This design comes from an exercise in tuning for small area and a short achievable clock period on the open sky130 flow, not from production work. Only simulation tests tie the RTL to the original design; equivalence was not proved. Power and IR drop assume default switching activity.

Design lc8b10b_slot, start of the top module:
module lc8b10b_slot (
    input  wire         clk,
    input  wire         rst,         
    input  wire         in_valid,
    input  wire         in_entry,    
    input  wire [159:0] in_sym,
    output wire         out_valid,
    output reg  [159:0] out_sym,     
    output reg  [127:0] out_data,    
    output reg  [15:0]  out_k,       
    output reg  [15:0]  out_err      
);
clock: 175.0 ns
lec_check: 0
cap_margin: 20
core_margin: 2
core_utilization: 40
cts_buf_list: sky130_fd_sc_hd__clkbuf_4
cts_cluster_size: 30
slew_margin: 20
standard.sh (not shown) runs the stock make flow with config.mk's settings and CLKGATE_MAP_FILE= SYNTH_SCRIPT=/design/flow/synth_recipe.tcl, a recipe that flattens the netlist after the stock synthesis.
==> flow/flow/run.sh <==
#!/bin/bash
# The standard layout (standard.sh), with three changes to how it is made:
# - synthesis maps with ABC's &nf mapper (flow/abc_map.script) instead of
#   ORFS's script, through flow/synth.tcl, which is synth_recipe.tcl with only
#   the ABC script swapped;
# - no full/half-adder extraction before ABC (ADDER_MAP_FILE empty);
# - ports are buffered with sky130_fd_sc_hd__buf_1.
# Each tool's output goes to the ORFS logs under orfs/logs; make's own output
# to flow_make.log here.
set -euo pipefail
W=$(pwd)
export FLOW_ABC_SCRIPT=$W/flow/abc_map.script
bash standard.sh "SYNTH_SCRIPT=$W/flow/synth.tcl" "ADDER_MAP_FILE=" \
  "BUFFER_PORTS_ARGS=-buffer_cell sky130_fd_sc_hd__buf_1" SETUP_SLACK_MARGIN=136 finish > flow_make.log 2>&1
test -s out/final.def
==> flow/flow/abc_map.script <==
strash; &get -n; &nf -R 1000; &put; topo; stime -c
==> flow/flow/synth.tcl <==
# The standard flow's synthesis script (synth_recipe.tcl) with ABC's mapping script replaced
# by the one named in FLOW_ABC_SCRIPT.
proc synth {args} { yosys synth -nofsm -noshare {*}$args }
proc abc {args} {
  set i [lsearch -exact $args -script]
  if { $i >= 0 } { lset args [expr {$i + 1}] $::env(FLOW_ABC_SCRIPT) }
  yosys abc {*}$args
}
source $::env(SCRIPTS_DIR)/synth.tcl
# left out here: clear keep_hierarchy, flatten, clean up, hide names made inside functions, write 1_2_yosys.v
Then changed:
--- a/flow/flow/run.sh
+++ b/flow/flow/run.sh
@@ -14 +14 @@
-  "BUFFER_PORTS_ARGS=-buffer_cell sky130_fd_sc_hd__buf_1" SETUP_SLACK_MARGIN=136 finish > flow_make.log 2>&1
+  "BUFFER_PORTS_ARGS=-buffer_cell sky130_fd_sc_hd__buf_1" finish > flow_make.log 2>&1
- CTS_BUF_LIST: sky130_fd_sc_hd__clkbuf_4 -> not set
- CTS_CLUSTER_SIZE: 30 -> not set
After rerunning: Sequential share of layout area is lower by 0.10 points. Count of clock-buffer cells in the layout fell by 36. First-iteration DRC count goes up by 1.3%. Cell area rose by 0.55%. Power came out higher by 2.4%. Wire length shrinks by 0.47%. Global-route usage drops by 0.26 points.
Then changed:
--- a/flow/flow/run.sh
+++ b/flow/flow/run.sh
@@ -14 +14 @@
-  "BUFFER_PORTS_ARGS=-buffer_cell sky130_fd_sc_hd__buf_1" finish > flow_make.log 2>&1
+  "BUFFER_PORTS_ARGS=-buffer_cell sky130_fd_sc_hd__buf_1" SETUP_SLACK_MARGIN=136 finish > flow_make.log 2>&1
- CTS_BUF_LIST: not set -> sky130_fd_sc_hd__clkbuf_8
- CTS_CLUSTER_SIZE: not set -> 30
The new run produced a clean layout. Cell area is about the same. Hold slack stays flat. Via count grows by 0.58%. Count of clock-buffer cells in the layout grows by 14. Non-clock buffer count grows by 7. Sequential share of layout area barely changes.

* * *

lc8b10b_slot, a different RTL version from the one above (not shown whole).
Size: ~210 flip-flops, roughly 490 I/O pins, about 0.019 mm^2 of cells after synthesis.
==> flow/config.mk <==
export PLATFORM = sky130hd
export DESIGN_NAME = lc8b10b_slot
export DESIGN_NICKNAME = lc8b10b_slot
export VERILOG_FILES = /design/flow/design.v
export SDC_FILE = /design/flow/constraint.sdc
export NUM_CORES = 4
export LEC_CHECK = 0
export CAP_MARGIN = 20
export CORE_MARGIN = 2
export CORE_UTILIZATION = 40
export CTS_BUF_LIST = sky130_fd_sc_hd__clkbuf_4
export CTS_CLUSTER_SIZE = 20
export SLEW_MARGIN = 20
==> flow/constraint.sdc <==
create_clock -name core_clock -period 175.0 [get_ports {clk}]
set_input_delay 35.0000 -clock core_clock [delete_from_list [all_inputs] [get_ports {clk}]]
set_output_delay 35.0000 -clock core_clock [all_outputs]
set_load 0.01 [all_outputs]
==> flow/flow/run.sh <==
#!/bin/bash
# The standard layout (standard.sh), with four changes to how it is made:
# - synthesis maps with ABC's dc2 then &nf mapper (flow/abc_map.script) instead of
#   ORFS's script, through flow/synth.tcl, which is synth_recipe.tcl with only
#   the ABC script swapped;
# - no full/half-adder extraction before ABC (ADDER_MAP_FILE empty);
# - ports are buffered with sky130_fd_sc_hd__buf_1;
# - ORFS's timing repair aims for 136 ns of setup slack (SETUP_SLACK_MARGIN)
#   instead of 0, so it sizes the slowest paths of this design up. The clock,
#   its period and all constraints are the standard flow's own, unchanged.
# Each tool's output goes to the ORFS logs under orfs/logs; make's own output
# to flow_make.log here.
set -euo pipefail
W=$(pwd)
export FLOW_ABC_SCRIPT=$W/flow/abc_map.script
bash standard.sh "SYNTH_SCRIPT=$W/flow/synth.tcl" "ADDER_MAP_FILE=" \
  "BUFFER_PORTS_ARGS=-buffer_cell sky130_fd_sc_hd__buf_1" SETUP_SLACK_MARGIN=136 finish > flow_make.log 2>&1
test -s out/final.def
==> flow/flow/abc_map.script <==
strash; dc2; &get -n; &nf -R 1000; &put; topo; stime -c
Scripts as last shown in full above: flow/flow/synth.tcl
Next try:
--- a/flow/flow/run.sh
+++ b/flow/flow/run.sh
@@ -3 +3 @@
-# - synthesis maps with ABC's dc2 then &nf mapper (flow/abc_map.script) instead of
+# - synthesis maps with ABC's &nf mapper (flow/abc_map.script) instead of
@@ -8 +8 @@
-# - ORFS's timing repair aims for 136 ns of setup slack (SETUP_SLACK_MARGIN)
+# - ORFS's timing repair aims for 136.3 ns of setup slack (SETUP_SLACK_MARGIN)
@@ -17 +17 @@
-  "BUFFER_PORTS_ARGS=-buffer_cell sky130_fd_sc_hd__buf_1" SETUP_SLACK_MARGIN=136 finish > flow_make.log 2>&1
+  "BUFFER_PORTS_ARGS=-buffer_cell sky130_fd_sc_hd__buf_1" SETUP_SLACK_MARGIN=136.3 finish > flow_make.log 2>&1
==> flow/flow/abc_map.script (replaced) <==
strash; &get -n; &nf -R 1000; &put; topo; stime -c
--- a/flow/config.mk
+++ b/flow/config.mk
@@ -11,2 +11,2 @@
-export CTS_BUF_LIST = sky130_fd_sc_hd__clkbuf_4
-export CTS_CLUSTER_SIZE = 20
+export CTS_BUF_LIST = sky130_fd_sc_hd__clkbuf_4 sky130_fd_sc_hd__clkbuf_8 sky130_fd_sc_hd__clkbuf_16
+export CTS_CLUSTER_SIZE = 30
Effect: Routed wire length goes up by 6.0%; maximum frequency goes up by 1.4%; count of clock-buffer cells in the layout goes down by 59; total power goes down by 3.0%; area after synthesis goes up by 2.5%; sequential share of layout area goes down by 0.21 points; global-route usage goes up by 0.64 points; synthesized cell count goes up by 2.5%; worst setup slack is better by 0.53 ns.
Next try:
--- a/flow/flow/run.sh
+++ b/flow/flow/run.sh
@@ -8 +8 @@
-# - ORFS's timing repair aims for 136.3 ns of setup slack (SETUP_SLACK_MARGIN)
+# - ORFS's timing repair aims for 136 ns of setup slack (SETUP_SLACK_MARGIN)
@@ -17 +17 @@
-  "BUFFER_PORTS_ARGS=-buffer_cell sky130_fd_sc_hd__buf_1" SETUP_SLACK_MARGIN=136.3 finish > flow_make.log 2>&1
+  "BUFFER_PORTS_ARGS=-buffer_cell sky130_fd_sc_hd__buf_1" SETUP_SLACK_MARGIN=136 finish > flow_make.log 2>&1
--- a/flow/config.mk
+++ b/flow/config.mk
@@ -10,3 +10,3 @@
-export CORE_UTILIZATION = 40
-export CTS_BUF_LIST = sky130_fd_sc_hd__clkbuf_4 sky130_fd_sc_hd__clkbuf_8 sky130_fd_sc_hd__clkbuf_16
-export CTS_CLUSTER_SIZE = 30
+export CORE_UTILIZATION = 55
+export CTS_BUF_LIST = sky130_fd_sc_hd__clkbuf_4
+export CTS_CLUSTER_SIZE = 20
Effect: Design area fell by 2.1%. Routed wire length went down by 7.9%. Cell count goes down by 2.5%. Synthesized cell count is unchanged. Sequential power is about the same. Critical path depth fell by 2. Power went down by 4.4%. Worst setup slack gets worse by 0.24 ns. Hold slack improved by 0.018 ns.
Next try:
==> flow/flow/run.sh (replaced) <==
#!/bin/bash
# The standard layout (standard.sh), with three changes to how it is made:
# - synthesis maps with ABC's dc2 then &nf mapper (flow/abc_map.script) instead of
#   ORFS's script, through flow/synth.tcl, which is synth_recipe.tcl with only
#   the ABC script swapped;
# - no full/half-adder extraction before ABC (ADDER_MAP_FILE empty);
# - ports are buffered with sky130_fd_sc_hd__buf_1.
# Each tool's output goes to the ORFS logs under orfs/logs; make's own output
# to flow_make.log here.
set -euo pipefail
W=$(pwd)
export FLOW_ABC_SCRIPT=$W/flow/abc_map.script
bash standard.sh "SYNTH_SCRIPT=$W/flow/synth.tcl" "ADDER_MAP_FILE=" \
  "BUFFER_PORTS_ARGS=-buffer_cell sky130_fd_sc_hd__buf_1" finish > flow_make.log 2>&1
test -s out/final.def
==> flow/flow/abc_map.script (replaced) <==
strash; dc2; &get -n; &nf -R 1000; &put; topo; stime -c
--- a/flow/config.mk
+++ b/flow/config.mk
@@ -10 +10 @@
-export CORE_UTILIZATION = 55
+export CORE_UTILIZATION = 40
Outcome:
- The changed run completed without violations
- synthesized cell count decreases by a few percent
- global-route usage went down by 8.0 points
- utilization came out lower by 17 points
- setup slack loses 1.8 ns
- cell area shrinks slightly
- combinational power goes down by a few percent
- worst hold slack degrades by 0.046 ns
Next try:
--- a/flow/flow/run.sh
+++ b/flow/flow/run.sh
@@ -2,2 +2,2 @@
-# The standard layout (standard.sh), with three changes to how it is made:
-# - synthesis maps with ABC's dc2 then &nf mapper (flow/abc_map.script) instead of
+# The standard layout (standard.sh), with four changes to how it is made:
+# - synthesis maps with ABC's &nf mapper (flow/abc_map.script) instead of
@@ -7 +7,4 @@
-# - ports are buffered with sky130_fd_sc_hd__buf_1.
+# - ports are buffered with sky130_fd_sc_hd__buf_1;
+# - ORFS's timing repair aims for 136.3 ns of setup slack (SETUP_SLACK_MARGIN)
+#   instead of 0, so it sizes the slowest paths of this design up. The clock,
+#   its period and all constraints are the standard flow's own, unchanged.
@@ -14 +17 @@
-  "BUFFER_PORTS_ARGS=-buffer_cell sky130_fd_sc_hd__buf_1" finish > flow_make.log 2>&1
+  "BUFFER_PORTS_ARGS=-buffer_cell sky130_fd_sc_hd__buf_1" SETUP_SLACK_MARGIN=136.3 finish > flow_make.log 2>&1
==> flow/flow/abc_map.script (replaced) <==
strash; &get -n; &nf -R 1000; &put; topo; stime -c
--- a/flow/config.mk
+++ b/flow/config.mk
@@ -13,0 +14 @@
+export TNS_END_PERCENT = 20
What happened:
- The changed run ran to the end with no violations
- clock power shrinks by about 7%
- final cell count goes up by about 1.7%
- count of clock-buffer cells in the layout decreases by 9
- die area is higher by 2.5%
- clock skew goes up by 0.0033 ns
- wire length increases by about 7%
- design area is higher by about 2.6%
- worst setup slack gains 1.9 ns
- power goes up by 3.7%
Next try:
--- a/flow/config.mk
+++ b/flow/config.mk
@@ -12,0 +13 @@
+export PLACE_DENSITY = 0.85
The new run went through all stages and came out clean.
Critical path depth came out higher by 2.
Design area stays flat.
Combinational power stays flat.
Utilization is about the same.
Synthesized cell count does not change.

==> separate check: timing with driven ports <==
In the flow no input, the clock included, has a driving cell. The finished layouts below were timed again as built, in two steps. Step 1 sets driving cells, clkbuf_16 on the clock port and buf_2 on the other inputs (assumed; they add their load-dependent delay and slew). Step 2 times the ports against the registers' clock, not the clock port: input delays grow and output delays shrink by t, the midpoint of the rising clock arrivals with the driver on. Three values: ideal ports, drivers, drivers and shift; two values: the first two.
run | t (ns) | setup slack, ns | worst register clock-pin slew, ns
the first run of note 1 | 0.817 | 136.384 / 136.352 / 135.593 | 0.09 / 0.09
the second run of note 1 | 0.606 | 135.151 / 135.183 / 134.577 | 0.06 / 0.06
the third run of note 1 | 0.633 | 136.411 / 136.381 / 135.807 | 0.07 / 0.07
the first run of note 2 | 0.776 | 135.990 / 135.936 / 135.785 | 0.07 / 0.07
the second run of note 2 | 0.601 | 136.522 / 136.468 / 136.076 | 0.07 / 0.07
the third run of note 2 | 0.764 | 136.279 / 136.228 / 135.703 | 0.08 / 0.08
the fourth run of note 2 | 0.783 | 134.510 / 134.456 / 135.239 | 0.07 / 0.07
the fifth run of note 2 | 0.840 | 136.363 / 136.309 / 135.705 | 0.08 / 0.08
the sixth run of note 2 | 0.803 | 136.475 / 136.434 / 135.878 | 0.09 / 0.09
After both steps every run listed still meets setup and hold. The setup slack of the first run of note 1, which loses most, moves by -0.032 ns with the drivers and by -0.791 ns with both steps.
